Background: an optimization exercise with open tools, aiming at small area, a short achievable clock period and few clock cycles per item. Do not read the settings as production practice. Function was checked by simulation only, so behaviour that the tests miss may differ from the original. Power is estimated from default activity; no workload was simulated.

## rev 12
Design blaze_unit, start of the top module:
module blaze_unit (
    input  wire        clk,
    input  wire        rst,
    input  wire        reg_valid,
    input  wire        reg_write,
    input  wire [5:0]  reg_addr,       
    input  wire [31:0] reg_wdata,
    output wire        reg_ready,
    output wire [31:0] reg_rdata,      
    output wire        mem_req,
    output wire [20:0] mem_addr,       
    input  wire        mem_gnt,
    input  wire        mem_rvalid,
    input  wire [31:0] mem_rdata,
    input  wire        mem_rerr
);
    localparam A_UCFG     = 6'd0;
    localparam A_UCMD     = 6'd1;
    localparam A_USTAT    = 6'd2;
    localparam A_URUN_LO  = 6'd4;
    localparam A_URUN_HI  = 6'd5;
    localparam A_URES_LO  = 6'd6;
    localparam A_URES_HI  = 6'd7;
    localparam A_UDATA32  = 6'd8;
    localparam A_UDATA8   = 6'd9;
    localparam A_UADDR    = 6'd10;
    localparam A_ULEN     = 6'd11;
    localparam A_UDONE    = 6'd12;
    localparam A_UKEY_SEQ = 6'd13;
    localparam A_UKEY_OLO = 6'd14;
    localparam A_UKEY_OHI = 6'd15;
    localparam A_UTRAIL   = 6'd16;
    localparam P_CRC32  = 2'd0;
    localparam P_CRC32C = 2'd1;
    localparam P_CRC16  = 2'd2;
    localparam P_CRC64  = 2'd3;
    function [31:0] bitrev32(input [31:0] v);
        integer j;
        begin
            for (j = 0; j < 32; j = j + 1)
                bitrev32[j] = v[31 - j];
        end
    endfunction
    function [21:0] inc22(input [21:0] v);
        integer i;
        begin
            for (i = 0; i < 22; i = i + 1)
                inc22[i] = v[i] ^ (&(v | ~((22'd1 << i) - 22'd1)));
        end
    endfunction
    function [21:0] dec22(input [21:0] v);
        integer i;
        begin
            for (i = 0; i < 22; i = i + 1)
                dec22[i] = v[i] ^ ~(|(v & ((22'd1 << i) - 22'd1)));
        end
    endfunction
    reg  [1:0]  poly;
    reg  [63:0] run;              
    reg  [31:0] zr;               
    reg         refused;
    reg         err;
    reg  [22:0] uaddr;
    reg  [23:0] ulen;
    reg  [21:0] udone_hi;         
    reg  [1:0]  udone_lo;         
    reg  [31:0] key_seq;
    reg  [31:0] key_org_lo;
    reg  [2:0]  key_org_hi;
    reg         ready_q;          
    reg         d_cfg, d_run_lo, d_run_hi, d_uaddr, d_ulen;
  ...
==> flow/config.mk <==
export PLATFORM = sky130hd
export DESIGN_NAME = blaze_unit
export DESIGN_NICKNAME = blaze_unit
export VERILOG_FILES = /design/flow/design.v
export SDC_FILE = /design/flow/constraint.sdc
export NUM_CORES = 4
export LEC_CHECK = 0
export CAP_MARGIN = 20
export CORE_MARGIN = 2
export CORE_UTILIZATION = 50
export PLACE_DENSITY = 0.72
export SLEW_MARGIN = 20
==> flow/constraint.sdc <==
create_clock -name core_clock -period 10.0 [get_ports {clk}]
set_input_delay 2.0000 -clock core_clock [delete_from_list [all_inputs] [get_ports {clk}]]
set_output_delay 2.0000 -clock core_clock [all_outputs]
set_load 0.01 [all_outputs]
standard.sh (not shown) runs the stock make flow with config.mk's settings and CLKGATE_MAP_FILE= SYNTH_SCRIPT=/design/flow/synth_recipe.tcl, a recipe that flattens the netlist after the stock synthesis.
==> flow/flow/run.sh <==
#!/bin/bash
# The standard layout, with two changes to how it is made (the clock and
# constraints stay as given):
#  - timing repair aims below the 10 ns clock: repair_timing treats any path
#    with less than SETUP_SLACK_MARGIN ns of slack as failing and works on it;
#  - the port buffers are sky130_fd_sc_hd__buf_2 cells instead of the delay
#    cells buffer_ports picks by default (every port still gets a buffer).
set -euo pipefail
bash standard.sh synth > synth.log 2>&1
bash standard.sh SETUP_SLACK_MARGIN=6.8 'BUFFER_PORTS_ARGS=-buffer_cell sky130_fd_sc_hd__buf_2' finish > layout.log 2>&1
Testbench counts of rev 12, summed over its fixed seeds: cycles 291,928, bytes 812,402.
[inputs] rev 13 vs rev 12
Settings: CORE_UTILIZATION: 50 -> 45; PLACE_DENSITY: 0.72 -> 0.65.
Results
Rev 13 has worst path setup slack after routing above what rev 12 had.
Rev 12 -> rev 13: area of all sequential standard cells flat
Overall power of the completed layout in rev 13 is about 1.3% below rev 12.
Relative to rev 12, core area has increased by 11% in rev 13.
Going from rev 12 to rev 13, total routing usage reported by global routing now sits lower, area of all placed cells without fillers now sits lower.

-- separate check: timing with driven ports --
In the flow no input, the clock included, has a driving cell. The finished layouts below were timed again as built, in two steps.
Step 1 (the two cells are an assumption about what drives the block):
set clk [get_ports {clk}]
set_driving_cell -lib_cell sky130_fd_sc_hd__clkbuf_16 $clk
set_driving_cell -lib_cell sky130_fd_sc_hd__buf_2 [delete_from_list [all_inputs] $clk]
Step 2, shift: input delay + t, output delay - t, t = (earliest + latest rising clock arrival at the registers) / 2. This alone moves slack from input paths to output paths.
Three values: ideal ports, drivers, drivers and shift; two values: the first two.
| run | t, ns | slack for setup (ns) | clock arrival spread, ns |
|---|---|---|---|
| rev 12 | 0.682 | 6.598 / 6.598 / 5.994 | 0.042 / 0.043 |
| rev 13 | 0.670 | 6.624 / 6.624 / 6.109 | 0.028 / 0.028 |
After both steps setup and hold are still met in every run listed. For rev 12, which loses most, drivers alone change the setup slack by 0.000 ns; drivers and shift together by -0.604 ns.
